What follows belongs to an exercise in optimizing a design on an open flow for small area, a short achievable clock period and few clock cycles; a production flow would make more cautious choices.
Function was checked by simulation only, so behaviour that the tests miss may differ from the original.
No activity file was given, so power comes from the tool's default toggle rates.

<file path="design/flow/design.v">
module crc_engine (
    input  wire [1:0]  poly,
    input  wire [31:0] c,
    input  wire [31:0] d,
    output reg  [31:0] crc1,
    output reg  [31:0] crc4
);
    wire [7:0] p0_1, p0_4;
    wire [15:0] p1_1, p1_4;
    wire [31:0] p2_1, p2_4;
    wire [31:0] p3_1, p3_4;
    wire x_0_0 = c[0] ^ d[0];
    wire x_0_8 = c[0] ^ d[8];
    wire x_10_10 = c[10] ^ d[10];
    wire x_10_2 = c[10] ^ d[2];
    wire x_11_11 = c[11] ^ d[11];
    wire x_11_3 = c[11] ^ d[3];
    wire x_12_12 = c[12] ^ d[12];
    wire x_12_4 = c[12] ^ d[4];
    wire x_13_13 = c[13] ^ d[13];
    wire x_13_5 = c[13] ^ d[5];
    wire x_14_14 = c[14] ^ d[14];
    wire x_14_6 = c[14] ^ d[6];
    wire x_15_15 = c[15] ^ d[15];
    wire x_15_7 = c[15] ^ d[7];
    wire x_16_16 = c[16] ^ d[16];
    wire x_17_17 = c[17] ^ d[17];
    wire x_18_18 = c[18] ^ d[18];
    wire x_19_19 = c[19] ^ d[19];
    wire x_1_1 = c[1] ^ d[1];
    wire x_1_9 = c[1] ^ d[9];
    wire x_20_20 = c[20] ^ d[20];
    wire x_21_21 = c[21] ^ d[21];
    wire x_22_22 = c[22] ^ d[22];
    wire x_23_23 = c[23] ^ d[23];
    wire x_24_24 = c[24] ^ d[24];
    wire x_25_25 = c[25] ^ d[25];
    wire x_26_26 = c[26] ^ d[26];
    wire x_27_27 = c[27] ^ d[27];
    wire x_28_28 = c[28] ^ d[28];
    wire x_29_29 = c[29] ^ d[29];
    wire x_2_10 = c[2] ^ d[10];
    wire x_2_2 = c[2] ^ d[2];
    wire x_30_30 = c[30] ^ d[30];
    wire x_31_31 = c[31] ^ d[31];
    wire x_3_11 = c[3] ^ d[11];
    wire x_3_3 = c[3] ^ d[3];
    wire x_4_12 = c[4] ^ d[12];
    wire x_4_4 = c[4] ^ d[4];
    wire x_5_13 = c[5] ^ d[13];
    wire x_5_5 = c[5] ^ d[5];
    wire x_6_14 = c[6] ^ d[14];
    wire x_6_6 = c[6] ^ d[6];
    wire x_7_15 = c[7] ^ d[15];
    wire x_7_7 = c[7] ^ d[7];
    wire x_8_0 = c[8] ^ d[0];
    wire x_8_8 = c[8] ^ d[8];
    wire x_9_1 = c[9] ^ d[1];
    wire x_9_9 = c[9] ^ d[9];
    assign p0_1[0] = ((x_0_0 ^ x_4_4) ^ (x_5_5 ^ x_6_6));
    assign p0_1[1] = ((x_1_1 ^ x_5_5) ^ (x_6_6 ^ x_7_7));
    assign p0_1[2] = ((x_4_4 ^ x_5_5) ^ (x_7_7 ^ (x_0_0 ^ x_2_2)));
    assign p0_1[3] = ((x_0_0 ^ x_1_1) ^ (x_3_3 ^ x_4_4));
    assign p0_1[4] = ((x_0_0 ^ x_1_1) ^ (x_2_2 ^ x_6_6));
    assign p0_1[5] = ((x_1_1 ^ x_2_2) ^ (x_3_3 ^ x_7_7));
    assign p0_1[6] = (x_4_4 ^ (x_2_2 ^ x_3_3));
    assign p0_1[7] = (x_5_5 ^ (x_3_3 ^ x_4_4));
    assign p0_4[0] = ((x_7_7 ^ ((d[23] ^ d[24]) ^ (d[28] ^ d[29]))) ^ ((x_1_1 ^ x_4_4) ^ (((d[30] ^ d[8]) ^ x_0_0) ^ (d[9] ^ (d[18] ^ d[21])))));
    assign p0_4[1] = ((((d[22] ^ d[25]) ^ (d[29] ^ d[30])) ^ ((d[31] ^ d[8]) ^ x_1_1)) ^ ((d[9] ^ (d[10] ^ d[19])) ^ (x_2_2 ^ x_5_5)));
    assign p0_4[2] = ((((x_0_0 ^ x_1_1) ^ (x_2_2 ^ x_3_3)) ^ (x_7_7 ^ ((d[10] ^ d[11]) ^ (d[16] ^ d[18])))) ^ ((x_4_4 ^ x_6_6) ^ (((d[20] ^ d[21]) ^ (d[24] ^ d[26])) ^ ((d[28] ^ d[29]) ^ (d[31] ^ d[8])))));
    assign p0_4[3] = ((x_5_5 ^ ((d[16] ^ d[17]) ^ (d[18] ^ d[19]))) ^ ((((d[22] ^ d[23]) ^ (d[24] ^ d[25])) ^ ((d[27] ^ d[28]) ^ x_0_0)) ^ ((d[8] ^ (d[11] ^ d[12])) ^ (x_2_2 ^ x_3_3))));
    assign p0_4[4] = ((x_7_7 ^ ((d[12] ^ d[13]) ^ (d[17] ^ d[19]))) ^ ((x_3_3 ^ x_6_6) ^ (((d[20] ^ d[21]) ^ (d[24] ^ d[25])) ^ ((d[26] ^ d[30]) ^ x_0_0))));
    assign p0_4[5] = ((((d[13] ^ d[14]) ^ (d[18] ^ d[20])) ^ ((d[21] ^ d[22]) ^ (d[25] ^ d[26]))) ^ (((d[27] ^ d[31]) ^ x_1_1) ^ (x_4_4 ^ x_7_7)));
    assign p0_4[6] = ((((d[21] ^ d[22]) ^ (d[23] ^ d[26])) ^ ((d[27] ^ d[28]) ^ x_2_2)) ^ (x_5_5 ^ ((d[14] ^ d[15]) ^ (d[16] ^ d[19]))));
    assign p0_4[7] = ((((d[20] ^ d[22]) ^ (d[23] ^ d[27])) ^ ((d[28] ^ d[29]) ^ x_0_0)) ^ ((d[8] ^ (d[15] ^ d[17])) ^ (x_3_3 ^ x_6_6)));
    assign p1_1[0] = (x_12_4 ^ x_8_0);
    assign p1_1[1] = (x_13_5 ^ x_9_1);
    assign p1_1[2] = (x_10_2 ^ x_14_6);
    assign p1_1[3] = (x_11_3 ^ x_15_7);
    assign p1_1[4] = x_12_4;
    assign p1_1[5] = (x_8_0 ^ (x_12_4 ^ x_13_5));
    assign p1_1[6] = (x_9_1 ^ (x_13_5 ^ x_14_6));
    assign p1_1[7] = (x_15_7 ^ (x_10_2 ^ x_14_6));
    assign p1_1[8] = (x_15_7 ^ (c[0] ^ x_11_3));
    assign p1_1[9] = (c[1] ^ x_12_4);
    assign p1_1[10] = (c[2] ^ x_13_5);
    assign p1_1[11] = (c[3] ^ x_14_6);
    assign p1_1[12] = ((c[4] ^ x_12_4) ^ (x_15_7 ^ x_8_0));
    assign p1_1[13] = (x_9_1 ^ (c[5] ^ x_13_5));
    assign p1_1[14] = (x_14_6 ^ (c[6] ^ x_10_2));
    assign p1_1[15] = (x_15_7 ^ (c[7] ^ x_11_3));
    assign p1_4[0] = ((x_6_14 ^ ((d[20] ^ d[24]) ^ x_10_2)) ^ ((x_3_11 ^ x_4_12) ^ ((d[28] ^ (d[16] ^ d[19])) ^ (x_11_3 ^ x_12_4))));
    assign p1_4[1] = ((x_7_15 ^ ((d[21] ^ d[25]) ^ x_11_3)) ^ ((x_4_12 ^ x_5_13) ^ ((d[29] ^ (d[17] ^ d[20])) ^ (x_12_4 ^ x_13_5))));
    assign p1_4[2] = ((x_8_0 ^ ((d[22] ^ d[26]) ^ x_12_4)) ^ ((x_5_13 ^ x_6_14) ^ ((d[30] ^ (d[18] ^ d[21])) ^ (x_13_5 ^ x_14_6))));
    assign p1_4[3] = ((x_9_1 ^ ((d[23] ^ d[27]) ^ x_13_5)) ^ ((x_6_14 ^ x_7_15) ^ ((d[31] ^ (d[19] ^ d[22])) ^ (x_14_6 ^ x_15_7))));
    assign p1_4[4] = ((((d[16] ^ d[20]) ^ (d[23] ^ d[28])) ^ (x_0_8 ^ x_10_2)) ^ ((x_14_6 ^ x_15_7) ^ (x_7_15 ^ x_8_0)));
    assign p1_4[5] = ((((x_0_8 ^ x_10_2) ^ (x_12_4 ^ x_15_7)) ^ ((x_1_9 ^ x_3_11) ^ (x_4_12 ^ x_6_14))) ^ ((x_8_0 ^ x_9_1) ^ (((d[16] ^ d[17]) ^ (d[19] ^ d[20])) ^ ((d[21] ^ d[24]) ^ (d[28] ^ d[29])))));
    assign p1_4[6] = ((((x_13_5 ^ x_1_9) ^ (x_2_10 ^ x_4_12)) ^ (x_9_1 ^ ((d[17] ^ d[18]) ^ (d[20] ^ d[21])))) ^ ((x_5_13 ^ x_7_15) ^ (((d[22] ^ d[25]) ^ (d[29] ^ d[30])) ^ (x_10_2 ^ x_11_3))));
    assign p1_4[7] = ((((x_12_4 ^ x_14_6) ^ (x_2_10 ^ x_3_11)) ^ (x_8_0 ^ ((d[18] ^ d[19]) ^ (d[21] ^ d[22])))) ^ ((x_5_13 ^ x_6_14) ^ (((d[23] ^ d[26]) ^ (d[30] ^ d[31])) ^ (x_10_2 ^ x_11_3))));
    assign p1_4[8] = ((((x_0_8 ^ x_11_3) ^ (x_12_4 ^ x_13_5)) ^ ((x_15_7 ^ x_3_11) ^ (x_4_12 ^ x_6_14))) ^ ((x_7_15 ^ x_9_1) ^ (((d[20] ^ d[22]) ^ (d[23] ^ d[27])) ^ (d[31] ^ (d[16] ^ d[19])))));
    assign p1_4[9] = ((((x_13_5 ^ x_14_6) ^ (x_1_9 ^ x_4_12)) ^ (x_8_0 ^ ((d[16] ^ d[17]) ^ (d[20] ^ d[21])))) ^ ((x_5_13 ^ x_7_15) ^ (((d[23] ^ d[28]) ^ x_0_8) ^ (x_10_2 ^ x_12_4))));
    assign p1_4[10] = ((((x_11_3 ^ x_13_5) ^ (x_14_6 ^ x_15_7)) ^ ((x_1_9 ^ x_2_10) ^ (x_5_13 ^ x_6_14))) ^ ((x_8_0 ^ x_9_1) ^ (((d[21] ^ d[22]) ^ x_0_8) ^ (d[29] ^ (d[17] ^ d[18])))));
    assign p1_4[11] = ((((x_15_7 ^ x_1_9) ^ (x_2_10 ^ x_3_11)) ^ (x_9_1 ^ ((d[22] ^ d[23]) ^ x_10_2))) ^ ((x_6_14 ^ x_7_15) ^ ((d[30] ^ (d[18] ^ d[19])) ^ (x_12_4 ^ x_14_6))));
    assign p1_4[12] = ((x_8_0 ^ ((d[24] ^ d[28]) ^ x_0_8)) ^ (((d[31] ^ (d[16] ^ d[23])) ^ (x_12_4 ^ x_13_5)) ^ ((x_15_7 ^ x_2_10) ^ (x_6_14 ^ x_7_15))));
    assign p1_4[13] = (((x_14_6 ^ x_1_9) ^ (x_3_11 ^ x_7_15)) ^ ((x_8_0 ^ x_9_1) ^ (((d[16] ^ d[17]) ^ (d[25] ^ d[29])) ^ (x_0_8 ^ x_13_5))));
    assign p1_4[14] = (((x_15_7 ^ x_1_9) ^ (x_2_10 ^ x_4_12)) ^ ((x_8_0 ^ x_9_1) ^ (((d[17] ^ d[18]) ^ (d[26] ^ d[30])) ^ (x_10_2 ^ x_14_6))));
    assign p1_4[15] = ((x_9_1 ^ ((d[18] ^ d[19]) ^ (d[27] ^ d[31]))) ^ ((x_3_11 ^ x_5_13) ^ ((x_10_2 ^ x_11_3) ^ (x_15_7 ^ x_2_10))));
    assign p2_1[0] = (c[8] ^ x_2_2);
    assign p2_1[1] = (x_3_3 ^ (c[9] ^ x_0_0));
    assign p2_1[2] = ((c[10] ^ x_0_0) ^ (x_1_1 ^ x_4_4));
    assign p2_1[3] = ((c[11] ^ x_1_1) ^ (x_2_2 ^ x_5_5));
    assign p2_1[4] = ((x_2_2 ^ x_3_3) ^ (x_6_6 ^ (c[12] ^ x_0_0)));
    assign p2_1[5] = ((x_3_3 ^ x_4_4) ^ (x_7_7 ^ (c[13] ^ x_1_1)));
    assign p2_1[6] = (x_5_5 ^ (c[14] ^ x_4_4));
    assign p2_1[7] = ((c[15] ^ x_0_0) ^ (x_5_5 ^ x_6_6));
    assign p2_1[8] = ((c[16] ^ x_1_1) ^ (x_6_6 ^ x_7_7));
    assign p2_1[9] = (c[17] ^ x_7_7);
    assign p2_1[10] = (c[18] ^ x_2_2);
    assign p2_1[11] = (c[19] ^ x_3_3);
    assign p2_1[12] = (x_4_4 ^ (c[20] ^ x_0_0));
    assign p2_1[13] = ((c[21] ^ x_0_0) ^ (x_1_1 ^ x_5_5));
    assign p2_1[14] = ((c[22] ^ x_1_1) ^ (x_2_2 ^ x_6_6));
    assign p2_1[15] = ((c[23] ^ x_2_2) ^ (x_3_3 ^ x_7_7));
    assign p2_1[16] = ((x_2_2 ^ x_3_3) ^ (x_4_4 ^ (c[24] ^ x_0_0)));
    assign p2_1[17] = ((x_4_4 ^ x_5_5) ^ ((c[25] ^ x_0_0) ^ (x_1_1 ^ x_3_3)));
    assign p2_1[18] = (((x_1_1 ^ x_2_2) ^ (x_4_4 ^ x_5_5)) ^ (x_6_6 ^ (c[26] ^ x_0_0)));
    assign p2_1[19] = (((x_2_2 ^ x_3_3) ^ (x_5_5 ^ x_6_6)) ^ (x_7_7 ^ (c[27] ^ x_1_1)));
    assign p2_1[20] = ((x_4_4 ^ x_6_6) ^ (x_7_7 ^ (c[28] ^ x_3_3)));
    assign p2_1[21] = ((x_4_4 ^ x_5_5) ^ (x_7_7 ^ (c[29] ^ x_2_2)));
    assign p2_1[22] = ((x_3_3 ^ x_5_5) ^ (x_6_6 ^ (c[30] ^ x_2_2)));
    assign p2_1[23] = ((x_4_4 ^ x_6_6) ^ (x_7_7 ^ (c[31] ^ x_3_3)));
    assign p2_1[24] = ((x_4_4 ^ x_5_5) ^ (x_7_7 ^ (x_0_0 ^ x_2_2)));
    assign p2_1[25] = ((x_5_5 ^ x_6_6) ^ ((x_0_0 ^ x_1_1) ^ (x_2_2 ^ x_3_3)));
    assign p2_1[26] = (((x_2_2 ^ x_3_3) ^ (x_4_4 ^ x_6_6)) ^ (x_7_7 ^ (x_0_0 ^ x_1_1)));
    assign p2_1[27] = ((x_4_4 ^ x_5_5) ^ (x_7_7 ^ (x_1_1 ^ x_3_3)));
    assign p2_1[28] = ((x_0_0 ^ x_4_4) ^ (x_5_5 ^ x_6_6));
    assign p2_1[29] = ((x_5_5 ^ x_6_6) ^ (x_7_7 ^ (x_0_0 ^ x_1_1)));
    assign p2_1[30] = ((x_0_0 ^ x_1_1) ^ (x_6_6 ^ x_7_7));
    assign p2_1[31] = (x_1_1 ^ x_7_7);
    assign p2_4[0] = ((((x_26_26 ^ x_2_2) ^ (x_3_3 ^ x_4_4)) ^ (x_8_8 ^ (x_0_0 ^ x_16_16))) ^ ((x_6_6 ^ x_7_7) ^ ((x_1_1 ^ x_20_20) ^ (x_22_22 ^ x_23_23))));
    assign p2_4[1] = ((((x_2_2 ^ x_3_3) ^ (x_4_4 ^ x_5_5)) ^ (x_9_9 ^ (x_17_17 ^ x_1_1))) ^ ((x_7_7 ^ x_8_8) ^ ((x_21_21 ^ x_23_23) ^ (x_24_24 ^ x_27_27))));
    assign p2_4[2] = ((((x_24_24 ^ x_25_25) ^ (x_28_28 ^ x_2_2)) ^ ((x_3_3 ^ x_4_4) ^ (x_5_5 ^ x_6_6))) ^ ((x_8_8 ^ x_9_9) ^ ((x_0_0 ^ x_10_10) ^ (x_18_18 ^ x_22_22))));
    assign p2_4[3] = ((((x_23_23 ^ x_25_25) ^ (x_26_26 ^ x_29_29)) ^ ((x_3_3 ^ x_4_4) ^ (x_5_5 ^ x_6_6))) ^ ((x_7_7 ^ x_9_9) ^ ((x_10_10 ^ x_11_11) ^ (x_19_19 ^ x_1_1))));
    assign p2_4[4] = ((((x_24_24 ^ x_26_26) ^ (x_27_27 ^ x_2_2)) ^ ((x_30_30 ^ x_4_4) ^ (x_5_5 ^ x_6_6))) ^ ((x_7_7 ^ x_8_8) ^ ((x_10_10 ^ x_11_11) ^ (x_12_12 ^ x_20_20))));
    assign p2_4[5] = ((((x_12_12 ^ x_13_13) ^ (x_21_21 ^ x_25_25)) ^ ((x_27_27 ^ x_28_28) ^ (x_31_31 ^ x_3_3))) ^ (((x_5_5 ^ x_6_6) ^ (x_7_7 ^ x_8_8)) ^ (x_9_9 ^ (x_0_0 ^ x_11_11))));
    assign p2_4[6] = ((((x_20_20 ^ x_23_23) ^ (x_28_28 ^ x_29_29)) ^ (x_9_9 ^ (x_0_0 ^ x_10_10))) ^ ((x_2_2 ^ x_3_3) ^ ((x_12_12 ^ x_13_13) ^ (x_14_14 ^ x_16_16))));
    assign p2_4[7] = ((((x_1_1 ^ x_21_21) ^ (x_24_24 ^ x_29_29)) ^ (x_4_4 ^ (x_10_10 ^ x_11_11))) ^ ((x_30_30 ^ x_3_3) ^ ((x_13_13 ^ x_14_14) ^ (x_15_15 ^ x_17_17))));
    assign p2_4[8] = ((((x_15_15 ^ x_16_16) ^ (x_18_18 ^ x_22_22)) ^ ((x_25_25 ^ x_2_2) ^ (x_30_30 ^ x_31_31))) ^ ((x_4_4 ^ x_5_5) ^ ((x_0_0 ^ x_11_11) ^ (x_12_12 ^ x_14_14))));
    assign p2_4[9] = ((((x_17_17 ^ x_19_19) ^ (x_20_20 ^ x_22_22)) ^ ((x_2_2 ^ x_31_31) ^ (x_4_4 ^ x_5_5))) ^ ((x_7_7 ^ x_8_8) ^ ((x_0_0 ^ x_12_12) ^ (x_13_13 ^ x_15_15))));
    assign p2_4[10] = (((x_4_4 ^ x_5_5) ^ (x_7_7 ^ x_9_9)) ^ (((x_0_0 ^ x_13_13) ^ (x_14_14 ^ x_18_18)) ^ ((x_21_21 ^ x_22_22) ^ (x_26_26 ^ x_2_2))));
    assign p2_4[11] = (((x_3_3 ^ x_5_5) ^ (x_6_6 ^ x_8_8)) ^ (((x_10_10 ^ x_14_14) ^ (x_15_15 ^ x_19_19)) ^ ((x_1_1 ^ x_22_22) ^ (x_23_23 ^ x_27_27))));
    assign p2_4[12] = (((x_4_4 ^ x_6_6) ^ (x_7_7 ^ x_9_9)) ^ (((x_11_11 ^ x_15_15) ^ (x_16_16 ^ x_20_20)) ^ ((x_23_23 ^ x_24_24) ^ (x_28_28 ^ x_2_2))));
    assign p2_4[13] = ((((x_24_24 ^ x_25_25) ^ (x_29_29 ^ x_3_3)) ^ (x_8_8 ^ (x_0_0 ^ x_10_10))) ^ ((x_5_5 ^ x_7_7) ^ ((x_12_12 ^ x_16_16) ^ (x_17_17 ^ x_21_21))));
    assign p2_4[14] = ((((x_18_18 ^ x_1_1) ^ (x_22_22 ^ x_25_25)) ^ ((x_26_26 ^ x_30_30) ^ (x_4_4 ^ x_6_6))) ^ ((x_8_8 ^ x_9_9) ^ ((x_0_0 ^ x_11_11) ^ (x_13_13 ^ x_17_17))));
    assign p2_4[15] = ((((x_19_19 ^ x_1_1) ^ (x_23_23 ^ x_26_26)) ^ ((x_27_27 ^ x_2_2) ^ (x_31_31 ^ x_5_5))) ^ ((x_7_7 ^ x_9_9) ^ ((x_10_10 ^ x_12_12) ^ (x_14_14 ^ x_18_18))));
    assign p2_4[16] = ((((x_13_13 ^ x_15_15) ^ (x_16_16 ^ x_19_19)) ^ ((x_1_1 ^ x_22_22) ^ (x_23_23 ^ x_24_24))) ^ (((x_26_26 ^ x_27_27) ^ (x_28_28 ^ x_4_4)) ^ (x_7_7 ^ (x_10_10 ^ x_11_11))));
    assign p2_4[17] = ((((x_14_14 ^ x_16_16) ^ (x_17_17 ^ x_20_20)) ^ ((x_23_23 ^ x_24_24) ^ (x_25_25 ^ x_27_27))) ^ (((x_28_28 ^ x_29_29) ^ (x_2_2 ^ x_5_5)) ^ (x_8_8 ^ (x_11_11 ^ x_12_12))));
    assign p2_4[18] = ((((x_0_0 ^ x_12_12) ^ (x_13_13 ^ x_15_15)) ^ ((x_17_17 ^ x_18_18) ^ (x_21_21 ^ x_24_24))) ^ (((x_25_25 ^ x_26_26) ^ (x_28_28 ^ x_29_29)) ^ ((x_30_30 ^ x_3_3) ^ (x_6_6 ^ x_9_9))));
    assign p2_4[19] = (((x_31_31 ^ x_4_4) ^ ((x_13_13 ^ x_14_14) ^ (x_16_16 ^ x_18_18))) ^ ((x_7_7 ^ (x_0_0 ^ x_10_10)) ^ (((x_19_19 ^ x_1_1) ^ (x_22_22 ^ x_25_25)) ^ ((x_26_26 ^ x_27_27) ^ (x_29_29 ^ x_30_30)))));
    assign p2_4[20] = (((x_5_5 ^ x_6_6) ^ ((x_14_14 ^ x_15_15) ^ (x_16_16 ^ x_17_17))) ^ ((x_7_7 ^ (x_0_0 ^ x_11_11)) ^ (((x_19_19 ^ x_22_22) ^ (x_27_27 ^ x_28_28)) ^ ((x_30_30 ^ x_31_31) ^ (x_3_3 ^ x_4_4)))));
    assign p2_4[21] = ((((x_26_26 ^ x_28_28) ^ (x_29_29 ^ x_2_2)) ^ (x_5_5 ^ (x_0_0 ^ x_12_12))) ^ ((x_31_31 ^ x_3_3) ^ ((x_15_15 ^ x_17_17) ^ (x_18_18 ^ x_22_22))));
    assign p2_4[22] = (((x_2_2 ^ x_30_30) ^ (x_7_7 ^ x_8_8)) ^ (((x_13_13 ^ x_18_18) ^ (x_19_19 ^ x_20_20)) ^ ((x_22_22 ^ x_26_26) ^ (x_27_27 ^ x_29_29))));
    assign p2_4[23] = ((((x_27_27 ^ x_28_28) ^ (x_30_30 ^ x_31_31)) ^ (x_9_9 ^ (x_0_0 ^ x_14_14))) ^ ((x_3_3 ^ x_8_8) ^ ((x_19_19 ^ x_20_20) ^ (x_21_21 ^ x_23_23))));
    assign p2_4[24] = ((((x_10_10 ^ x_15_15) ^ (x_16_16 ^ x_21_21)) ^ ((x_23_23 ^ x_24_24) ^ (x_26_26 ^ x_28_28))) ^ (((x_29_29 ^ x_2_2) ^ (x_31_31 ^ x_3_3)) ^ ((x_6_6 ^ x_7_7) ^ (x_8_8 ^ x_9_9))));
    assign p2_4[25] = ((((x_17_17 ^ x_1_1) ^ (x_20_20 ^ x_23_23)) ^ ((x_24_24 ^ x_25_25) ^ (x_26_26 ^ x_27_27))) ^ (((x_29_29 ^ x_2_2) ^ (x_30_30 ^ x_6_6)) ^ (x_9_9 ^ (x_10_10 ^ x_11_11))));
    assign p2_4[26] = ((((x_12_12 ^ x_18_18) ^ (x_21_21 ^ x_24_24)) ^ ((x_25_25 ^ x_26_26) ^ (x_27_27 ^ x_28_28))) ^ (((x_2_2 ^ x_30_30) ^ (x_31_31 ^ x_3_3)) ^ (x_7_7 ^ (x_10_10 ^ x_11_11))));
    assign p2_4[27] = (((x_31_31 ^ x_6_6) ^ ((x_12_12 ^ x_13_13) ^ (x_16_16 ^ x_19_19))) ^ ((x_7_7 ^ (x_0_0 ^ x_11_11)) ^ (((x_1_1 ^ x_20_20) ^ (x_23_23 ^ x_25_25)) ^ ((x_27_27 ^ x_28_28) ^ (x_29_29 ^ x_2_2)))));
    assign p2_4[28] = ((((x_13_13 ^ x_14_14) ^ (x_16_16 ^ x_17_17)) ^ ((x_21_21 ^ x_22_22) ^ (x_23_23 ^ x_24_24))) ^ (((x_28_28 ^ x_29_29) ^ (x_30_30 ^ x_4_4)) ^ (x_6_6 ^ (x_0_0 ^ x_12_12))));
    assign p2_4[29] = ((((x_0_0 ^ x_13_13) ^ (x_14_14 ^ x_15_15)) ^ ((x_17_17 ^ x_18_18) ^ (x_1_1 ^ x_22_22))) ^ (((x_23_23 ^ x_24_24) ^ (x_25_25 ^ x_29_29)) ^ ((x_30_30 ^ x_31_31) ^ (x_5_5 ^ x_7_7))));
    assign p2_4[30] = ((((x_24_24 ^ x_25_25) ^ (x_30_30 ^ x_31_31)) ^ (x_7_7 ^ (x_14_14 ^ x_15_15))) ^ ((x_3_3 ^ x_4_4) ^ ((x_18_18 ^ x_19_19) ^ (x_20_20 ^ x_22_22))));
    assign p2_4[31] = ((((x_25_25 ^ x_2_2) ^ (x_31_31 ^ x_3_3)) ^ (x_7_7 ^ (x_0_0 ^ x_15_15))) ^ ((x_5_5 ^ x_6_6) ^ ((x_19_19 ^ x_1_1) ^ (x_21_21 ^ x_22_22))));
    assign p3_1[0] = ((x_3_3 ^ x_4_4) ^ ((c[8] ^ x_0_0) ^ (x_1_1 ^ x_2_2)));
    assign p3_1[1] = (((x_1_1 ^ x_2_2) ^ (x_3_3 ^ x_4_4)) ^ (x_5_5 ^ (c[9] ^ x_0_0)));
    assign p3_1[2] = (((x_2_2 ^ x_3_3) ^ (x_4_4 ^ x_5_5)) ^ (x_6_6 ^ (c[10] ^ x_1_1)));
    assign p3_1[3] = (((x_3_3 ^ x_4_4) ^ (x_5_5 ^ x_6_6)) ^ (x_7_7 ^ (c[11] ^ x_2_2)));
    assign p3_1[4] = ((x_6_6 ^ x_7_7) ^ ((c[12] ^ x_1_1) ^ (x_2_2 ^ x_5_5)));
    assign p3_1[5] = ((x_4_4 ^ x_6_6) ^ (x_7_7 ^ (c[13] ^ x_1_1)));
    assign p3_1[6] = ((x_5_5 ^ x_7_7) ^ ((c[14] ^ x_1_1) ^ (x_3_3 ^ x_4_4)));
    assign p3_1[7] = ((x_3_3 ^ x_5_5) ^ (x_6_6 ^ (c[15] ^ x_1_1)));
    assign p3_1[8] = ((x_6_6 ^ x_7_7) ^ ((c[16] ^ x_0_0) ^ (x_2_2 ^ x_4_4)));
    assign p3_1[9] = ((x_5_5 ^ x_7_7) ^ ((c[17] ^ x_0_0) ^ (x_2_2 ^ x_4_4)));
    assign p3_1[10] = ((x_4_4 ^ x_5_5) ^ (x_6_6 ^ (c[18] ^ x_2_2)));
    assign p3_1[11] = ((x_5_5 ^ x_6_6) ^ (x_7_7 ^ (c[19] ^ x_3_3)));
    assign p3_1[12] = ((x_6_6 ^ x_7_7) ^ ((c[20] ^ x_1_1) ^ (x_2_2 ^ x_3_3)));
    assign p3_1[13] = (x_7_7 ^ (c[21] ^ x_1_1));
    assign p3_1[14] = ((c[22] ^ x_1_1) ^ (x_3_3 ^ x_4_4));
    assign p3_1[15] = ((x_2_2 ^ x_4_4) ^ (x_5_5 ^ (c[23] ^ x_0_0)));
    assign p3_1[16] = ((x_5_5 ^ x_6_6) ^ ((c[24] ^ x_0_0) ^ (x_1_1 ^ x_3_3)));
    assign p3_1[17] = (((x_1_1 ^ x_2_2) ^ (x_4_4 ^ x_6_6)) ^ (x_7_7 ^ (c[25] ^ x_0_0)));
    assign p3_1[18] = ((c[26] ^ x_4_4) ^ (x_5_5 ^ x_7_7));
    assign p3_1[19] = (((c[27] ^ x_0_0) ^ (x_1_1 ^ x_2_2)) ^ ((x_3_3 ^ x_4_4) ^ (x_5_5 ^ x_6_6)));
    assign p3_1[20] = (((c[28] ^ x_1_1) ^ (x_2_2 ^ x_3_3)) ^ ((x_4_4 ^ x_5_5) ^ (x_6_6 ^ x_7_7)));
    assign p3_1[21] = ((x_6_6 ^ x_7_7) ^ ((c[29] ^ x_0_0) ^ (x_1_1 ^ x_5_5)));
    assign p3_1[22] = ((x_6_6 ^ x_7_7) ^ ((c[30] ^ x_0_0) ^ (x_3_3 ^ x_4_4)));
    assign p3_1[23] = ((x_3_3 ^ x_5_5) ^ (x_7_7 ^ (c[31] ^ x_2_2)));
    assign p3_1[24] = (x_6_6 ^ (x_1_1 ^ x_2_2));
    assign p3_1[25] = ((x_0_0 ^ x_2_2) ^ (x_3_3 ^ x_7_7));
    assign p3_1[26] = x_2_2;
    assign p3_1[27] = x_3_3;
    assign p3_1[28] = (x_0_0 ^ x_4_4);
    assign p3_1[29] = (x_5_5 ^ (x_0_0 ^ x_1_1));
    assign p3_1[30] = ((x_0_0 ^ x_1_1) ^ (x_2_2 ^ x_6_6));
    assign p3_1[31] = ((x_2_2 ^ x_3_3) ^ (x_7_7 ^ (x_0_0 ^ x_1_1)));
    assign p3_4[0] = (((x_7_7 ^ x_9_9) ^ ((x_11_11 ^ x_14_14) ^ (x_15_15 ^ x_16_16))) ^ (((x_2_2 ^ x_4_4) ^ (x_5_5 ^ x_6_6)) ^ (((x_1_1 ^ x_20_20) ^ (x_23_23 ^ x_24_24)) ^ ((x_25_25 ^ x_26_26) ^ (x_27_27 ^ x_28_28)))));
    assign p3_4[1] = (((x_7_7 ^ x_8_8) ^ ((x_10_10 ^ x_12_12) ^ (x_15_15 ^ x_16_16))) ^ (((x_2_2 ^ x_3_3) ^ (x_5_5 ^ x_6_6)) ^ (((x_17_17 ^ x_21_21) ^ (x_24_24 ^ x_25_25)) ^ ((x_26_26 ^ x_27_27) ^ (x_28_28 ^ x_29_29)))));
    assign p3_4[2] = (((x_8_8 ^ x_9_9) ^ ((x_11_11 ^ x_13_13) ^ (x_16_16 ^ x_17_17))) ^ (((x_3_3 ^ x_4_4) ^ (x_6_6 ^ x_7_7)) ^ (((x_18_18 ^ x_22_22) ^ (x_25_25 ^ x_26_26)) ^ ((x_27_27 ^ x_28_28) ^ (x_29_29 ^ x_30_30)))));
    assign p3_4[3] = ((((x_28_28 ^ x_29_29) ^ (x_30_30 ^ x_31_31)) ^ ((x_4_4 ^ x_5_5) ^ (x_7_7 ^ x_8_8))) ^ ((x_9_9 ^ (x_0_0 ^ x_10_10)) ^ (((x_12_12 ^ x_14_14) ^ (x_17_17 ^ x_18_18)) ^ ((x_19_19 ^ x_23_23) ^ (x_26_26 ^ x_27_27)))));
    assign p3_4[4] = (((x_4_4 ^ x_7_7) ^ ((x_13_13 ^ x_14_14) ^ (x_16_16 ^ x_18_18))) ^ ((x_8_8 ^ (x_0_0 ^ x_10_10)) ^ (((x_19_19 ^ x_23_23) ^ (x_25_25 ^ x_26_26)) ^ ((x_29_29 ^ x_2_2) ^ (x_30_30 ^ x_31_31)))));
    assign p3_4[5] = ((((x_17_17 ^ x_19_19) ^ (x_23_23 ^ x_25_25)) ^ ((x_28_28 ^ x_2_2) ^ (x_30_30 ^ x_31_31))) ^ (((x_3_3 ^ x_4_4) ^ (x_6_6 ^ x_7_7)) ^ (x_8_8 ^ (x_0_0 ^ x_16_16))));
    assign p3_4[6] = ((((x_11_11 ^ x_14_14) ^ (x_15_15 ^ x_16_16)) ^ ((x_17_17 ^ x_18_18) ^ (x_23_23 ^ x_25_25))) ^ (((x_27_27 ^ x_28_28) ^ (x_29_29 ^ x_2_2)) ^ ((x_31_31 ^ x_3_3) ^ (x_6_6 ^ x_8_8))));
    assign p3_4[7] = (((x_5_5 ^ x_6_6) ^ ((x_0_0 ^ x_11_11) ^ (x_12_12 ^ x_14_14))) ^ (((x_29_29 ^ x_2_2) ^ (x_30_30 ^ x_3_3)) ^ (((x_17_17 ^ x_18_18) ^ (x_19_19 ^ x_1_1)) ^ ((x_20_20 ^ x_23_23) ^ (x_25_25 ^ x_27_27)))));
    assign p3_4[8] = (((x_6_6 ^ x_7_7) ^ ((x_12_12 ^ x_13_13) ^ (x_15_15 ^ x_18_18))) ^ (((x_30_30 ^ x_31_31) ^ (x_3_3 ^ x_4_4)) ^ (((x_19_19 ^ x_1_1) ^ (x_20_20 ^ x_21_21)) ^ ((x_24_24 ^ x_26_26) ^ (x_28_28 ^ x_2_2)))));
    assign p3_4[9] = (((x_8_8 ^ x_9_9) ^ ((x_0_0 ^ x_11_11) ^ (x_13_13 ^ x_15_15))) ^ (((x_29_29 ^ x_31_31) ^ (x_3_3 ^ x_6_6)) ^ (((x_19_19 ^ x_1_1) ^ (x_21_21 ^ x_22_22)) ^ ((x_23_23 ^ x_24_24) ^ (x_26_26 ^ x_28_28)))));
    assign p3_4[10] = ((x_6_6 ^ (x_10_10 ^ x_11_11)) ^ (((x_12_12 ^ x_15_15) ^ (x_22_22 ^ x_26_26)) ^ ((x_28_28 ^ x_29_29) ^ (x_30_30 ^ x_5_5))));
    assign p3_4[11] = (((x_30_30 ^ x_31_31) ^ (x_6_6 ^ x_7_7)) ^ (((x_0_0 ^ x_11_11) ^ (x_12_12 ^ x_13_13)) ^ ((x_16_16 ^ x_23_23) ^ (x_27_27 ^ x_29_29))));
    assign p3_4[12] = ((((x_27_27 ^ x_2_2) ^ (x_30_30 ^ x_31_31)) ^ ((x_4_4 ^ x_5_5) ^ (x_6_6 ^ x_8_8))) ^ ((x_9_9 ^ (x_11_11 ^ x_12_12)) ^ (((x_13_13 ^ x_15_15) ^ (x_16_16 ^ x_17_17)) ^ ((x_20_20 ^ x_23_23) ^ (x_25_25 ^ x_26_26)))));
    assign p3_4[13] = (((x_31_31 ^ x_3_3) ^ ((x_11_11 ^ x_12_12) ^ (x_13_13 ^ x_15_15))) ^ ((x_4_4 ^ (x_0_0 ^ x_10_10)) ^ (((x_17_17 ^ x_18_18) ^ (x_1_1 ^ x_20_20)) ^ ((x_21_21 ^ x_23_23) ^ (x_25_25 ^ x_2_2)))));
    assign p3_4[14] = ((((x_12_12 ^ x_13_13) ^ (x_15_15 ^ x_18_18)) ^ ((x_19_19 ^ x_20_20) ^ (x_21_21 ^ x_22_22))) ^ (((x_23_23 ^ x_25_25) ^ (x_27_27 ^ x_28_28)) ^ ((x_3_3 ^ x_6_6) ^ (x_7_7 ^ x_9_9))));
    assign p3_4[15] = (((x_4_4 ^ x_7_7) ^ ((x_13_13 ^ x_14_14) ^ (x_16_16 ^ x_19_19))) ^ ((x_8_8 ^ (x_0_0 ^ x_10_10)) ^ (((x_20_20 ^ x_21_21) ^ (x_22_22 ^ x_23_23)) ^ ((x_24_24 ^ x_26_26) ^ (x_28_28 ^ x_29_29)))));
    assign p3_4[16] = (((x_8_8 ^ x_9_9) ^ ((x_0_0 ^ x_11_11) ^ (x_14_14 ^ x_15_15))) ^ (((x_27_27 ^ x_29_29) ^ (x_30_30 ^ x_5_5)) ^ (((x_17_17 ^ x_1_1) ^ (x_20_20 ^ x_21_21)) ^ ((x_22_22 ^ x_23_23) ^ (x_24_24 ^ x_25_25)))));
    assign p3_4[17] = (((x_6_6 ^ x_9_9) ^ ((x_10_10 ^ x_12_12) ^ (x_15_15 ^ x_16_16))) ^ (((x_28_28 ^ x_2_2) ^ (x_30_30 ^ x_31_31)) ^ (((x_18_18 ^ x_1_1) ^ (x_21_21 ^ x_22_22)) ^ ((x_23_23 ^ x_24_24) ^ (x_25_25 ^ x_26_26)))));
    assign p3_4[18] = (((x_6_6 ^ x_9_9) ^ ((x_0_0 ^ x_10_10) ^ (x_13_13 ^ x_14_14))) ^ (((x_31_31 ^ x_3_3) ^ (x_4_4 ^ x_5_5)) ^ (((x_15_15 ^ x_17_17) ^ (x_19_19 ^ x_1_1)) ^ ((x_20_20 ^ x_22_22) ^ (x_28_28 ^ x_29_29)))));
    assign p3_4[19] = ((x_9_9 ^ (x_10_10 ^ x_18_18)) ^ (((x_21_21 ^ x_24_24) ^ (x_25_25 ^ x_26_26)) ^ ((x_27_27 ^ x_28_28) ^ (x_29_29 ^ x_30_30))));
    assign p3_4[20] = ((x_31_31 ^ (x_10_10 ^ x_11_11)) ^ (((x_19_19 ^ x_22_22) ^ (x_25_25 ^ x_26_26)) ^ ((x_27_27 ^ x_28_28) ^ (x_29_29 ^ x_30_30))));
    assign p3_4[21] = ((((x_12_12 ^ x_14_14) ^ (x_15_15 ^ x_16_16)) ^ ((x_1_1 ^ x_24_24) ^ (x_25_25 ^ x_29_29))) ^ (((x_2_2 ^ x_30_30) ^ (x_31_31 ^ x_4_4)) ^ ((x_5_5 ^ x_6_6) ^ (x_7_7 ^ x_9_9))));
    assign p3_4[22] = (((x_8_8 ^ x_9_9) ^ ((x_0_0 ^ x_10_10) ^ (x_11_11 ^ x_13_13))) ^ (((x_30_30 ^ x_31_31) ^ (x_3_3 ^ x_4_4)) ^ (((x_14_14 ^ x_17_17) ^ (x_1_1 ^ x_20_20)) ^ ((x_23_23 ^ x_24_24) ^ (x_27_27 ^ x_28_28)))));
    assign p3_4[23] = ((((x_23_23 ^ x_26_26) ^ (x_27_27 ^ x_29_29)) ^ (x_7_7 ^ (x_10_10 ^ x_12_12))) ^ ((x_31_31 ^ x_6_6) ^ ((x_16_16 ^ x_18_18) ^ (x_20_20 ^ x_21_21))));
    assign p3_4[24] = (((x_6_6 ^ x_8_8) ^ ((x_14_14 ^ x_15_15) ^ (x_16_16 ^ x_17_17))) ^ ((((x_19_19 ^ x_1_1) ^ (x_20_20 ^ x_21_21)) ^ ((x_22_22 ^ x_23_23) ^ (x_25_25 ^ x_26_26))) ^ (((x_2_2 ^ x_30_30) ^ (x_4_4 ^ x_5_5)) ^ (x_9_9 ^ (x_0_0 ^ x_13_13)))));
    assign p3_4[25] = (((x_6_6 ^ x_7_7) ^ ((x_15_15 ^ x_16_16) ^ (x_17_17 ^ x_18_18))) ^ ((((x_1_1 ^ x_20_20) ^ (x_21_21 ^ x_22_22)) ^ ((x_23_23 ^ x_24_24) ^ (x_26_26 ^ x_27_27))) ^ (((x_2_2 ^ x_31_31) ^ (x_3_3 ^ x_5_5)) ^ (x_9_9 ^ (x_10_10 ^ x_14_14)))));
    assign p3_4[26] = ((((x_14_14 ^ x_17_17) ^ (x_18_18 ^ x_19_19)) ^ ((x_1_1 ^ x_20_20) ^ (x_21_21 ^ x_22_22))) ^ (((x_26_26 ^ x_3_3) ^ (x_5_5 ^ x_8_8)) ^ (x_9_9 ^ (x_0_0 ^ x_10_10))));
    assign p3_4[27] = ((((x_0_0 ^ x_10_10) ^ (x_11_11 ^ x_15_15)) ^ ((x_18_18 ^ x_19_19) ^ (x_1_1 ^ x_20_20))) ^ (((x_21_21 ^ x_22_22) ^ (x_23_23 ^ x_27_27)) ^ ((x_2_2 ^ x_4_4) ^ (x_6_6 ^ x_9_9))));
    assign p3_4[28] = (((x_3_3 ^ x_5_5) ^ ((x_11_11 ^ x_12_12) ^ (x_16_16 ^ x_19_19))) ^ ((x_7_7 ^ (x_0_0 ^ x_10_10)) ^ (((x_1_1 ^ x_20_20) ^ (x_21_21 ^ x_22_22)) ^ ((x_23_23 ^ x_24_24) ^ (x_28_28 ^ x_2_2)))));
    assign p3_4[29] = (((x_4_4 ^ x_6_6) ^ ((x_13_13 ^ x_17_17) ^ (x_1_1 ^ x_20_20))) ^ ((x_8_8 ^ (x_11_11 ^ x_12_12)) ^ (((x_21_21 ^ x_22_22) ^ (x_23_23 ^ x_24_24)) ^ ((x_25_25 ^ x_29_29) ^ (x_2_2 ^ x_3_3)))));
    assign p3_4[30] = (((x_7_7 ^ x_9_9) ^ ((x_0_0 ^ x_12_12) ^ (x_13_13 ^ x_14_14))) ^ (((x_30_30 ^ x_3_3) ^ (x_4_4 ^ x_5_5)) ^ (((x_18_18 ^ x_21_21) ^ (x_22_22 ^ x_23_23)) ^ ((x_24_24 ^ x_25_25) ^ (x_26_26 ^ x_2_2)))));
    assign p3_4[31] = ((((x_25_25 ^ x_26_26) ^ (x_27_27 ^ x_31_31)) ^ ((x_3_3 ^ x_4_4) ^ (x_5_5 ^ x_6_6))) ^ ((x_8_8 ^ (x_0_0 ^ x_10_10)) ^ (((x_13_13 ^ x_14_14) ^ (x_15_15 ^ x_19_19)) ^ ((x_1_1 ^ x_22_22) ^ (x_23_23 ^ x_24_24)))));
    always @(*) begin
        case (poly)
            2'd0: begin crc1 = {24'd0, p0_1}; crc4 = {24'd0, p0_4}; end
            2'd1: begin crc1 = {16'd0, p1_1}; crc4 = {16'd0, p1_4}; end
            2'd2: begin crc1 = p2_1; crc4 = p2_4; end
            default: begin crc1 = p3_1; crc4 = p3_4; end
        endcase
    end
endmodule
module crc_unit (
    input  wire        clk,
    input  wire        rst,
    input  wire        fs,
    input  wire        req,
    input  wire        we,
    input  wire [7:0]  addr,
    input  wire [31:0] wdata,
    output wire        ready,
    output wire [31:0] rdata
);
    reg        wr;        
    reg        fsq;       
    reg [7:2]  aq;        
    reg [31:0] wd;        
    wire [5:0] widx   = aq[7:2];
    wire [2:0] blk    = aq[7:5];    
    wire [2:0] reg_id = aq[4:2];
    reg [3:0] ctl;        
    reg [3:0] mismatch;   
    reg [3:0] mm_sat;     
    reg       cfg_rej;    
    reg [5:0]  cfg     [0:3];
    reg [15:0] cfg2    [0:3];   
    reg [31:0] val     [0:3];   
    reg [31:0] res_raw [0:3];   
    reg [1:0]  res_poly[0:3];   
    reg [2:0]  cnt     [0:3];   
    reg [31:0] mm_cnt  [0:3];
    reg [3:0]  active, open;
    reg [3:0]  val_ok;          
    reg [3:0]  res_ok;          
    reg [3:0] s_ch;                   
    reg [3:0] s_cfg, s_cfg2, s_mm;    
    reg       s_ctl, s_stat;          
    reg [1:0]  poly_s;
    reg [31:0] val_s;
    integer k;
    always @(*) begin
        poly_s = 2'd0;
        val_s  = 32'd0;
        for (k = 0; k < 4; k = k + 1) begin
            poly_s = poly_s | ({2{s_ch[k]}} & cfg[k][1:0]);
            val_s  = val_s  | ({32{s_ch[k]}} & val[k]);
        end
    end
    wire [31:0] crc1, crc4;
    crc_engine u_eng (.poly(poly_s), .c(val_s), .d(wd), .crc1(crc1), .crc4(crc4));
    reg [31:0] init_s;
    always @(*) begin
        case (poly_s)
            2'd0:    init_s = 32'h000000FF;
            2'd1:    init_s = 32'h0000FFFF;
            default: init_s = 32'hFFFFFFFF;
        endcase
    end
    wire [31:0] val_new = !reg_id[2] ? wd : reg_id[1] ? init_s : reg_id[0] ? crc1 : crc4;
    wire [3:0] reject, mm_event, sat_event, end_pend;
    wire [3:0] val_ok_n, res_ok_n, end_pend_n;   
    wire [1:0] res_poly_n [0:3];
    wire [3:0] ctl_n = (wr && widx == 6'd0) ? wd[3:0] : ctl;
    wire [31:0] wd_r = rst ? 32'd0 : wd;    
    genvar c;
    generate
        for (c = 0; c < 4; c = c + 1) begin : chn
            wire [1:0] poly  = cfg[c][1:0];
            wire [2:0] snoop = cfg[c][4:2];
            wire       dir   = cfg[c][5];
            wire sel       = wr && (blk == c + 1);
            wire wr_cfg    = sel && reg_id == 3'd0;
            wire wr_cfg2   = sel && reg_id == 3'd1;
            wire wr_val    = sel && reg_id == 3'd2;
            wire wr_feed32 = sel && reg_id == 3'd4;
            wire wr_feed8  = sel && reg_id == 3'd5;
            wire wr_cmd    = sel && reg_id == 3'd6;
            reg [31:0] mask, residue;
            reg [2:0]  width;
            always @(*) begin
                case (poly)
                    2'd0:    begin mask = 32'h000000FF; residue = 32'h000000C4; width = 3'd1; end
                    2'd1:    begin mask = 32'h0000FFFF; residue = 32'h00000000; width = 3'd2; end
                    2'd2:    begin mask = 32'hFFFFFFFF; residue = 32'hDEBB20E3; width = 3'd4; end
                    default: begin mask = 32'hFFFFFFFF; residue = 32'hB798B438; width = 3'd4; end
                endcase
            end
            assign end_pend[c] = active[c] && !ctl[c] && open[c];
            wire act_a  = fsq ? ctl[c] : active[c];
            wire fs_end = fsq && end_pend[c];
            wire open_a = open[c] && !fs_end;
            wire sw      = act_a && (snoop == 3'd0);
            wire cmd_end = sw && wr_cmd && wd[1] && open_a;
            wire cmd_go  = sw && wr_cmd && wd[0];
            wire feed8   = sw && open_a && wr_feed8;
            wire feed32  = sw && open_a && wr_feed32;
            wire val_wok = !act_a || sw;
            wire val_we  = (wr_val && val_wok) || feed8 || feed32 || cmd_go;
            wire cfg_bad = act_a || (wd[4:2] > 3'd4) || (wd[4:2] == 3'd4 && wd[5]);
            assign reject[c] = (wr_cfg && cfg_bad) || (wr_cfg2 && act_a) || (wr_val && !val_wok);
            wire stream_end = fs_end || cmd_end;
            wire bad_check  = (cnt[c] < width) || ((val[c] & mask) != residue);
            reg [31:0] mm_p;
            reg [7:0]  mm_g, mm_gp;
            integer b;
            always @(*) begin
                for (b = 0; b < 8; b = b + 1)
                    mm_g[b] = &mm_cnt[c][4*b +: 4];
                mm_gp[0] = 1'b1;
                for (b = 1; b < 8; b = b + 1)
                    mm_gp[b] = mm_gp[b - 1] & mm_g[b - 1];
                for (b = 0; b < 32; b = b + 1)
                    mm_p[b] = mm_gp[b / 4] & &(mm_cnt[c][4*(b/4) +: 4] | (4'hF << (b % 4)));
            end
            wire mm_inc = mm_event[c] && !(mm_gp[7] && mm_g[7]);
            wire res_we     = stream_end && !dir;
            assign mm_event[c]  = stream_end && dir && bad_check;
            wire open_n = cmd_go || (open_a && !cmd_end);
            assign val_ok_n[c]   = !rst && (val_ok[c] || val_we);
            assign res_ok_n[c]   = !rst && (res_ok[c] || res_we);
            assign res_poly_n[c] = res_we ? poly : res_poly[c];
            assign end_pend_n[c] = !rst && act_a && !ctl_n[c] && open_n;
            assign sat_event[c] = mm_event[c] && (&mm_cnt[c][31:1]);
            always @(posedge clk) begin
                if (rst) begin
                    mm_cnt[c] <= 32'd0;
                    active[c] <= 1'b0;
                    open[c]   <= 1'b0;
                    val_ok[c] <= 1'b0;
                    res_ok[c] <= 1'b0;
                end else begin
                    active[c] <= act_a;
                    open[c]   <= open_n;
                    mm_cnt[c] <= mm_cnt[c] ^ ({32{mm_inc}} & mm_p);
                    if (val_we)
                        val_ok[c] <= 1'b1;
                    if (res_we)
                        res_ok[c] <= 1'b1;
                end
            end
            always @(posedge clk) begin
                if (rst || (wr_cfg && !cfg_bad))
                    cfg[c] <= wd_r[5:0];
                if (rst || (wr_cfg2 && !act_a))
                    cfg2[c] <= {wd_r[18:16], wd_r[14:8], wd_r[5:0]};
            end
            always @(posedge clk) begin
                if (res_we) begin
                    res_raw[c]  <= val[c];
                    res_poly[c] <= poly;
                end
                if (val_we)
                    val[c] <= val_new;
                if (feed8)
                    cnt[c] <= (cnt[c] >= 3'd3) ? 3'd4 : cnt[c] + 3'd1;
                if (feed32)
                    cnt[c] <= 3'd4;
                if (cmd_go)
                    cnt[c] <= 3'd0;
            end
        end
    endgenerate
    wire stat_wr = wr && widx == 6'd1;
    always @(posedge clk) begin
        if (rst) begin
            ctl      <= 4'd0;
            mismatch <= 4'd0;
            mm_sat   <= 4'd0;
            cfg_rej  <= 1'b0;
        end else begin
            if (wr && widx == 6'd0)
                ctl <= wd[3:0];
            if (stat_wr) begin
                mismatch <= (mismatch & ~wd[3:0]) | mm_event;
                mm_sat   <= (mm_sat & ~wd[7:4]) | sat_event;
                cfg_rej  <= (cfg_rej & ~wd[8]) | (|reject);
            end else begin
                mismatch <= mismatch | mm_event;
                mm_sat   <= mm_sat | sat_event;
                cfg_rej  <= cfg_rej | (|reject);
            end
        end
    end
    reg [3:0] s_rres;   
    reg       s_vok;    
    reg       s_inv_lo, s_keep_mid, s_inv_mid, s_hi;   
    reg [31:0] res_t, mm_t;
    reg [15:0] c2_t;
    reg [5:0]  cfg_t;
    always @(*) begin
        res_t = 32'd0; mm_t = 32'd0; c2_t = 16'd0; cfg_t = 6'd0;
        for (k = 0; k < 4; k = k + 1) begin
            res_t = res_t | ({32{s_rres[k]}} & res_raw[k]);
            mm_t  = mm_t  | ({32{s_mm[k]}} & mm_cnt[k]);
            c2_t  = c2_t  | ({16{s_cfg2[k]}} & cfg2[k]);
            cfg_t = cfg_t | ({6{s_cfg[k]}} & cfg[k]);
        end
    end
    wire [31:0] res_v = {(res_t[31:16] & {16{s_hi}}) ^ {16{s_hi}},
                         (res_t[15:8] & {8{s_keep_mid}}) ^ {8{s_inv_mid}},
                         res_t[7:0] ^ {8{s_inv_lo}}};
    wire [31:0] rval = ({32{s_vok}} & val_s)
                     | res_v
                     | mm_t
                     | {13'd0, c2_t[15:13], 1'b0, c2_t[12:6], 2'b00, c2_t[5:0]}
                     | {26'd0, cfg_t}
                     | ({32{s_ctl}} & {28'd0, ctl})
                     | ({32{s_stat}} & {23'd0, cfg_rej, mm_sat, mismatch});
    wire       a_ch   = addr[7:5] >= 3'd1 && addr[7:5] <= 3'd4;
    wire [1:0] a_c    = addr[6:5] - 2'd1;
    wire       a_rok  = a_ch && addr[4:2] == 3'd3 && res_ok_n[a_c];
    wire [1:0] a_rp   = res_poly_n[a_c];
    reg  rd_ok;
    always @(posedge clk) begin
        aq <= addr[7:2];
        wd <= wdata;
        s_ctl  <= addr[7:2] == 6'd0;
        s_stat <= addr[7:2] == 6'd1;
        s_vok  <= a_ch && addr[4:2] == 3'd2 && val_ok_n[a_c];
        for (k = 0; k < 4; k = k + 1) begin
            s_ch[k]   <= addr[7:5] == k + 1;
            s_cfg[k]  <= addr[7:5] == k + 1 && addr[4:2] == 3'd0;
            s_cfg2[k] <= addr[7:5] == k + 1 && addr[4:2] == 3'd1;
            s_rres[k] <= addr[7:5] == k + 1 && addr[4:2] == 3'd3 && res_ok_n[k];
            s_mm[k]   <= addr[7:5] == k + 1 && addr[4:2] == 3'd7;
        end
        s_inv_lo   <= a_rok && a_rp != 2'd1;
        s_keep_mid <= a_rok && a_rp != 2'd0;
        s_inv_mid  <= a_rok && a_rp[1];
        s_hi       <= a_rok && a_rp[1];
        if (rst) begin
            wr    <= 1'b0;
            fsq   <= 1'b0;
            rd_ok <= 1'b0;
        end else begin
            wr    <= req && we;
            fsq   <= fs;
            rd_ok <= req && !we && !rd_ok && !(fs && (|end_pend_n));
        end
    end
    assign ready = we || rd_ok;
    assign rdata = rval;
endmodule
</file>
<file path="design/flow/flow/run.sh">
#!/bin/bash
set -o pipefail
export SETUP_SLACK_MARGIN=5.62
export BUFFER_PORTS_ARGS="-buffer_cell sky130_fd_sc_hd__buf_4"
bash standard.sh > standard.log 2>&1
</file>
<file path="design/flow/standard.sh">
#!/bin/bash
# synth_recipe.tcl (not shown) runs the flow's synth.tcl, then flattens the netlist and writes it again
# the make line also repeats each setting of config.mk as NAME=value (left out here)
make -C /OpenROAD-flow-scripts/flow DESIGN_CONFIG=/design/flow/config.mk WORK_HOME=/design/flow/orfs CLKGATE_MAP_FILE= SYNTH_SCRIPT=/design/flow/synth_recipe.tcl "${@:-finish}"
</file>
<file path="design/flow/config.mk">
export PLATFORM = sky130hd
export DESIGN_NAME = crc_unit
export DESIGN_NICKNAME = crc_unit
export VERILOG_FILES = /design/flow/design.v
export SDC_FILE = /design/flow/constraint.sdc
export NUM_CORES = 4
export LEC_CHECK = 0
export CAP_MARGIN = 20
export CORE_MARGIN = 2
export CORE_UTILIZATION = 40
export CTS_CLUSTER_DIAMETER = 90
export CTS_CLUSTER_SIZE = 24
export SLEW_MARGIN = 20
</file>
<file path="design/flow/constraint.sdc">
create_clock -name core_clock -period 10.0 [get_ports {clk}]
set_input_delay 2.0000 -clock core_clock [delete_from_list [all_inputs] [get_ports {clk}]]
set_output_delay 2.0000 -clock core_clock [all_outputs]
set_load 0.01 [all_outputs]
</file>
==> run summary, run 1 <==
* Max stage delay cell, worst path: sky130_fd_sc_hd__or2_4
* Path depth of the worst reg2reg path at 11
* Critical Path Most Common Cell: sky130_fd_sc_hd__buf_6
* Count of endpoints failing hold in the final timing report at 0
* Number of DRC violations after detailed-routing iteration 0 at 3361
* Sequential element share of the synthesized area at 44.7%
* List of cells traversed by the critical path: buf_6, or2_4, buf_6
* Power consumption at 7.34 mW
* Worst EP required at 8.00 ns
* Number of setup violations in the final report at 0
* GRT Max-Usage Layer: met2
* Relative slew margins at 26.8%
* Total global-route track usage at 27.6%
* Total negative slack for setup checks at 0 ns
* Destination of the worst hold path: val_ok[2]
* Pin count of the biggest net entering global routing at 104
* Final Max Tran Viols at 0
* Number of warnings printed during yosys synthesis at 9
* Peak Freq at 0.225 GHz
* Synthesized area at 0.0341 mm2
* Post-synthesis register bit count at 588
* Max H-tree Level at 2
* Synth cell types at 88
* Worst Path Class, Setup: in -> out
* DR WL/cell at 28.2 um
* Global routing met1 resource utilization at 37.1%
* Worst min-delay path category: reg -> reg
* HPWL after detailed placement at 88000 um
* Per-cell via count in the routed design at 5.86
* DIE AREA at 0.0875 mm2
* Clock tree root driver cell: sky130_fd_sc_hd__clkbuf_16
* Max_cap viols at 0
* Post-route DRC violation count at 0
* Power Dens Cells at 190 mW/mm2
* Overall overflow remaining after global route at 0
* Outcome: finished clean
* Unrepaired setup endpoints after global routing: yes
* Biggest cell delay along the critical path at 0.22 ns
* Syn avg cell area at 10.9 um2
* Worst flop-to-flop path startpoint: s_ch[0]
* Antenna diode count at 0
* Kind of launch point of the worst setup path: input pin
* Wire length of the first global-routing pass at 175000 um
* Total wirelength of the detailed-routed design at 124000 um
* CORE AREA at 0.0847 mm2
* Met2 GRT Util at 44.7%
* Worst reg2reg endpoint: val[0][2]
* Min-Delay Path Depth at 2
* TritonCTS Buffers at 34
* Clock sink total at 588
* Category of the worst setup path capture point: output port
* Iteration count of the initial detailed-routing pass at 7
* CTS tree: done
* Buffers added on ports at 75
* Maximum vdd ir drop at 173 uV
* Die X-Extent at 296 um
* Global routing met3 resource utilization at 3.98%
* Placed cell area at 0.0360 mm2
* Period Utilization, post-route at 44.4%
* Fraction of registers with async set or reset after synthesis at 0%
* Final Skew at 0.0537 ns
* Number of synthesized flops with an enable pin at 344
* Worst-skew pair later-pin latency at 0.62 ns
* Number of antenna violations at the first check in global routing at 4
* Via count of the first global-routing pass at 24200
* Number of nets produced by synthesis at 3198
* Detail Route Antenna Nets at 0
* Maximum root-to-sink buffer count at 3
* Placer's final routability congestion estimate at 0.983
* Number of top-level pins at 78
* Area Overhead vs Synth at 13.1%
* Reg2Reg Setup Slack at 5.57 ns
* Fraction of final layout cells with drive strength greater than 1 at 14.7%
* Startpoint of the worst hold path: val_ok[2]
* Number of placement rows at 107
* Data arrival time of the worst path at 2.44 ns
* Post-layout nets at 3287
* Via count of the routed design at 25700
* Leakage power at 13.1 nW
* Clock slew seen by the registers of the worst setup and hold paths at 0.09 ns
* Top FF cell, synth: sky130_fd_sc_hd__edfxtp_1
* Effective utilization at floorplan at 40.2%
* Final critical delay including setup and external delays at 4.44 ns
* Die Y-Extent at 296 um
* CP Max Fanout at 2
* Syn Inst Count at 3128
* Worst Max-Slew Pin Slew at 1.08 ns
* Final instance area at 0.0385 mm2
==> layer usage <==
layer | part of all wire [%] | vias up
met5 | 0.022 | -
met4 | 5.0 | 4
met3 | 8.8 | 284
met2 | 46 | 1403
met1 | 40 | 12700
li1 | - | 11400
==> synth_stat cells, drive strengths merged, types with 7 or more instances <==
master	n	area share [%]
xnor2	545	15
o21bai	8	0.18
a32oi	8	0.21
o22ai	27	0.50
inv	36	0.40
nor4	15	0.28
nand3	95	1.4
nand2b	21	0.39
and2	11	0.20
nor4bb	7	0.21
nor2	266	2.9
dfxtp	244	14
edfxtp	344	30
xor2	286	9.0
ha	25	0.92
o211ai	10	0.22
nand4	49	0.90
mux2i	19	0.56
xnor3	39	2.6
a211oi	13	0.29
nor2b	35	0.64
a22o	40	1.0
o21ai	65	0.95
mux2	7	0.23
a22oi	153	3.4
a21oi	107	1.6
or3	19	0.35
a222oi	21	0.62
nand3b	16	0.35
nand2	212	2.5
a2111oi	11	0.30
clkbuf	112	1.2
nor3	44	0.66
a31oi	21	0.39
buf	49	1.0
and3	8	0.15
and4	16	0.41
o31ai	7	0.15
a221oi	38	1.0
==> through the flow <==
| step | hold slack (ns) | worst slack (ns) | util (%) | instances |
|---|---|---|---|---|
| 2_1_floorplan | 0.424 | 5.65 | - | 3128 |
| 3_3_place_gp | 0.437 | 5.28 | 42.4 | 4263 |
| 3_5_place_dp | 0.446 | 5.31 | 42.4 | 4263 |
| 4_1_cts | 0.471 | 5.50 | 44.8 | 4360 |
| 5_1_grt | 0.498 | 5.54 | 45.5 | 4387 |
| 6_report | 0.470 | 5.56 | 45.5 | 4387 |
==> sequential cells by signal, indices dropped and copies added (netlist names), 6 cells and up <==
register	cells
res_raw	128
wd	32
aq	6
cnt	12
cfg2	64
cfg	24
val	128
mm_cnt	128
res_poly	8
==> critical path, delay by kind of cell <==
family                 cells  cell delay (ns)
buffers and inverters      2             0.21
AND/OR/NAND/NOR            1             0.22
==> layout make-up <==
cell class | instances | area [um2]
clock buffers | 51 | 936
clock inverters | 11 | 183
fillers | 7909 | 46200
inverters | 36 | 135
multi-input cells | 2343 | 18700
flip-flops and latches | 588 | 15200
well taps | 1144 | 1430
repair buffers | 214 | 1960
==> kinds of logic (layout without fill, tap and decap cells) <==
family	count (synthesis)	count (layout)	synth area share (%)
AO/OA/AOI/OAI	574	574	12.0
XOR/XNOR	872	872	26.8
adder cells (fa/ha/maj)	27	27	0.977
buffers and inverters	197	312	2.64
flip-flops	588	588	44.7
multiplexers	27	27	0.856
AND/OR/NAND/NOR	843	843	12.1
==> cells in the final DEF, fill, tap and decap left out, types with 56 or more instances in the layout <==
cell                       count
sky130_fd_sc_hd__a21oi_1      96
sky130_fd_sc_hd__nand3_1      89
sky130_fd_sc_hd__xnor2_1     506
sky130_fd_sc_hd__xor2_1      243
sky130_fd_sc_hd__dfxtp_1     235
sky130_fd_sc_hd__nand2_1     171
sky130_fd_sc_hd__o21ai_0      56
sky130_fd_sc_hd__edfxtp_1    344
sky130_fd_sc_hd__nor2_1      262
sky130_fd_sc_hd__a22oi_1     142
sky130_fd_sc_hd__buf_4       181
==> where the power goes <==
| part | total (mW) | leakage (nW) | internal [mW] | switching [mW] |
|---|---|---|---|---|
| registers | 2.64 | 5.14 | 2.61 | 0.0347 |
| logic | 3.11 | 7.42 | 1.33 | 1.77 |
| clock network | 1.59 | 0.534 | 0.715 | 0.880 |
==> worst max path at each step <==
stage	startpoint	end	slack, ns	cells after the start
final	we	ready	5.56	3
after global routing	s_mm[1]	rdata[8]	5.54	6
after CTS	s_mm[1]	rdata[8]	5.50	6
after detailed placement	s_ch[2]	val[1][13]	5.31	11
after global placement	s_ch[2]	val[0][13]	5.28	11
after floorplan	aq[3]	s_vok	5.65	7
==> what timing repair did <==
item                       in CTS  in global routing
setup buffers                  31                 24
gates resized for setup        94                 59
cloned                          4                  3
setup endpoints to repair      82                 53
pin swaps                      21                 37
hold buffers                    0                  0
Testbench counts, summed over its fixed seeds: cycles 57,215.
==> run 2: changes to the inputs <==
==> design/flow/flow/run.sh (replaced) <==
#!/bin/bash
set -o pipefail
export SETUP_SLACK_MARGIN=5.56
export BUFFER_PORTS_ARGS="-buffer_cell sky130_fd_sc_hd__buf_2"
bash standard.sh > standard.log 2>&1
==> run summary, run 2 <==
* Outcome: finished clean
* Relative slew margins at 29.9% (+3.1 points)
* Via count of the routed design at 25300 (-1.6%)
* Maximum root-to-sink buffer count at 3 (unchanged)
* Synth area leaders: sky130_fd_sc_hd__edfxtp_1 30%, sky130_fd_sc_hd__dfxtp_1 14%, sky130_fd_sc_hd__xnor2_1 13%
* Final instance area at 0.0377 mm2 (-2.2%)
* Final critical delay including setup and external delays at 4.54 ns (+0.104 ns)
* Iteration count of the initial detailed-routing pass at 6 (-1)
* Leakage power at 12.7 nW (-2.7%)
* Total wirelength of the detailed-routed design at 120000 um (-2.9%)
* Beginning of the critical path: s_ch[2]
* Final Skew at 0.0353 ns (-0.0184 ns)
* Worst Max-Slew Pin Slew at 1.05 ns (-0.0321 ns)
* HPWL after detailed placement at 87700 um (-0.31%)
* Leading post-synthesis cells by instance count: 507 x sky130_fd_sc_hd__xnor2_1, 344 x sky130_fd_sc_hd__edfxtp_1, 265 x sky130_fd_sc_hd__nor2_1, 246 x sky130_fd_sc_hd__xor2_1, 244 x sky130_fd_sc_hd__dfxtp_1
* Sequential element share of the synthesized area at 44.7% (unchanged)
* Period Utilization, post-route at 45.4% (+1.0 points)
* Leading area contributor after synthesis: sky130_fd_sc_hd__edfxtp_1
* Startpoint of the worst hold path: res_poly[0][1]
* Overall overflow remaining after global route at 0 (unchanged)
* TritonCTS Buffers at 34 (unchanged)
* CTS tree: done
* Number of placement rows at 107 (unchanged)
* Kind of launch point of the worst setup path: flip-flop
* Total negative slack for setup checks at 0 ns (unchanged)
* Per-cell via count in the routed design at 5.82 (-0.75%)
* Fraction of final layout cells with drive strength greater than 1 at 12.8% (-1.9 points)
* Area of the multi-input gates at 0.0185 mm2 (-0.62%)
* Most repeated cell in the gate-level netlist after synthesis: sky130_fd_sc_hd__xnor2_1
* Number of setup violations in the final report at 0 (unchanged)
* Post-route DRC violation count at 0 (unchanged)
* Category of the worst setup path capture point: flip-flop
* Fraction of registers with async set or reset after synthesis at 0% (unchanged)
* Total buffers and inverters traversed by the critical path at 1 (-1)
* List of cells traversed by the critical path: buf_6, a22oi_1, nand2_2, xor2_4, xnor2_1, xnor2_1, xnor3_1, xnor2_1, nand2_1, a311oi_1, a211oi_1
* Pin count of the biggest net entering global routing at 104 (unchanged)
* Final Max Tran Viols at 0 (unchanged)
* Worst EP required at 10.29 ns (+2.29 ns)
* Syn Inst Count at 3128 (unchanged)
* Placer's final routability congestion estimate at 1.01 (+2.5%)
* Die X-Extent at 296 um (unchanged)
* Wire length of the first global-routing pass at 173000 um (-1.2%)
* Top FF cell, synth: sky130_fd_sc_hd__edfxtp_1
* Number of DRC violations after detailed-routing iteration 0 at 3195 (-4.9%)
* Total area of sequential cells at 0.0152 mm2 (-0.15%)
* Number of top-level pins at 78 (unchanged)
* Clock tree root driver cell: sky130_fd_sc_hd__clkbuf_16
* Unrepaired setup endpoints after global routing: yes
* Number of nets produced by synthesis at 3198 (unchanged)
==> run 2: cell counts after synthesis <==
No cell type changed its count.
==> run 2: timing repair <==
action	CTS	global route
setup buffers	10	19
gates resized for setup	55	42
endpoints found under the setup margin	58	76
pin swaps	10	18
==> run 2: through the flow <==
step	power, mW	utilization [%]	hold WS (ns)	setup slack, ns	cells
5_1_grt	7.54	44.5	0.486	5.47	4348
2_1_floorplan	4.88	-	0.424	5.65	3128
4_1_cts	7.24	44.0	0.461	5.30	4329
6_report	7.31	44.5	0.474	5.46	4349
3_5_place_dp	5.64	42.2	0.446	5.34	4257
3_3_place_gp	5.63	42.2	0.436	5.35	4256
==> run 2: layer usage <==
| metal | wire [um] | track usage [%] | vias up |
|---|---|---|---|
| met3 | 10000 | 4.10 | 270 |
| met1 | 50100 | 37.1 | 12500 |
| li1 | - | - | 11300 |
| met5 | 0 | 0 | - |
| met4 | 5690 | 11.5 | 0 |
| met2 | 54300 | 43.4 | 1225 |
==> run 2: kinds of logic after synthesis <==
kind of cell,after synthesis,synth area share [%]
AOI/OAI and AO/OA,574,12.0
DFF,588,44.7
muxes,27,0.856
adders and majority gates,27,0.977
and+or+nand+nor,843,12.1
buffers and inverters,197,2.64
xor gates and xnor gates,872,26.8
==> run 2: where the power goes <==
part	switching, mW	internal [mW]	leakage (nW)	total, mW
clock network	0.879	0.720	0.544	1.60
logic	1.74	1.33	7.06	3.06
registers	0.0415	2.61	5.13	2.65
==> run 2: worst reg2reg max path, cell delays in order (launching register included) <==
cell and delay (ns):
sky130_fd_sc_hd__dfxtp_1 0.34, sky130_fd_sc_hd__buf_6 0.33, sky130_fd_sc_hd__a22oi_1 0.20, sky130_fd_sc_hd__nand2_2 0.32, sky130_fd_sc_hd__xor2_4 0.57, sky130_fd_sc_hd__xnor2_1 0.34
sky130_fd_sc_hd__xnor2_1 0.40, sky130_fd_sc_hd__xnor3_1 0.31, sky130_fd_sc_hd__xnor2_1 0.41, sky130_fd_sc_hd__nand2_1 0.10, sky130_fd_sc_hd__a311oi_1 0.62, sky130_fd_sc_hd__a211oi_1 0.28
==> run 2: worst paths after layout <==
check | to | slack [ns] | cells after the start
min reg2reg | res_poly[0][1] | 0.47 | 2
max reg2reg | val[3][2] | 5.46 | 11
min | res_poly[0][1] | 0.47 | 2
max | val[3][2] | 5.46 | 11
==> run 2: area by class of cell <==
type | count | area share [%]
multi-input cells | 2343 | 49.2
flip-flops and latches | 588 | 40.4
well taps | 1144 | 3.80
repair buffers | 175 | 3.31
clock buffers | 53 | 2.61
clock inverters | 9 | 0.395
inverters | 36 | 0.358
diodes | 1 | 0.00664

Re-timed with assumed drivers on the ports (clkbuf_16 on the clock, buf_2 on other inputs), run 2 has 5.442 ns of setup slack against 5.459 ns with ideal ports, and 5.459 ns once port delays also move by the mid clock arrival of 0.655 ns.
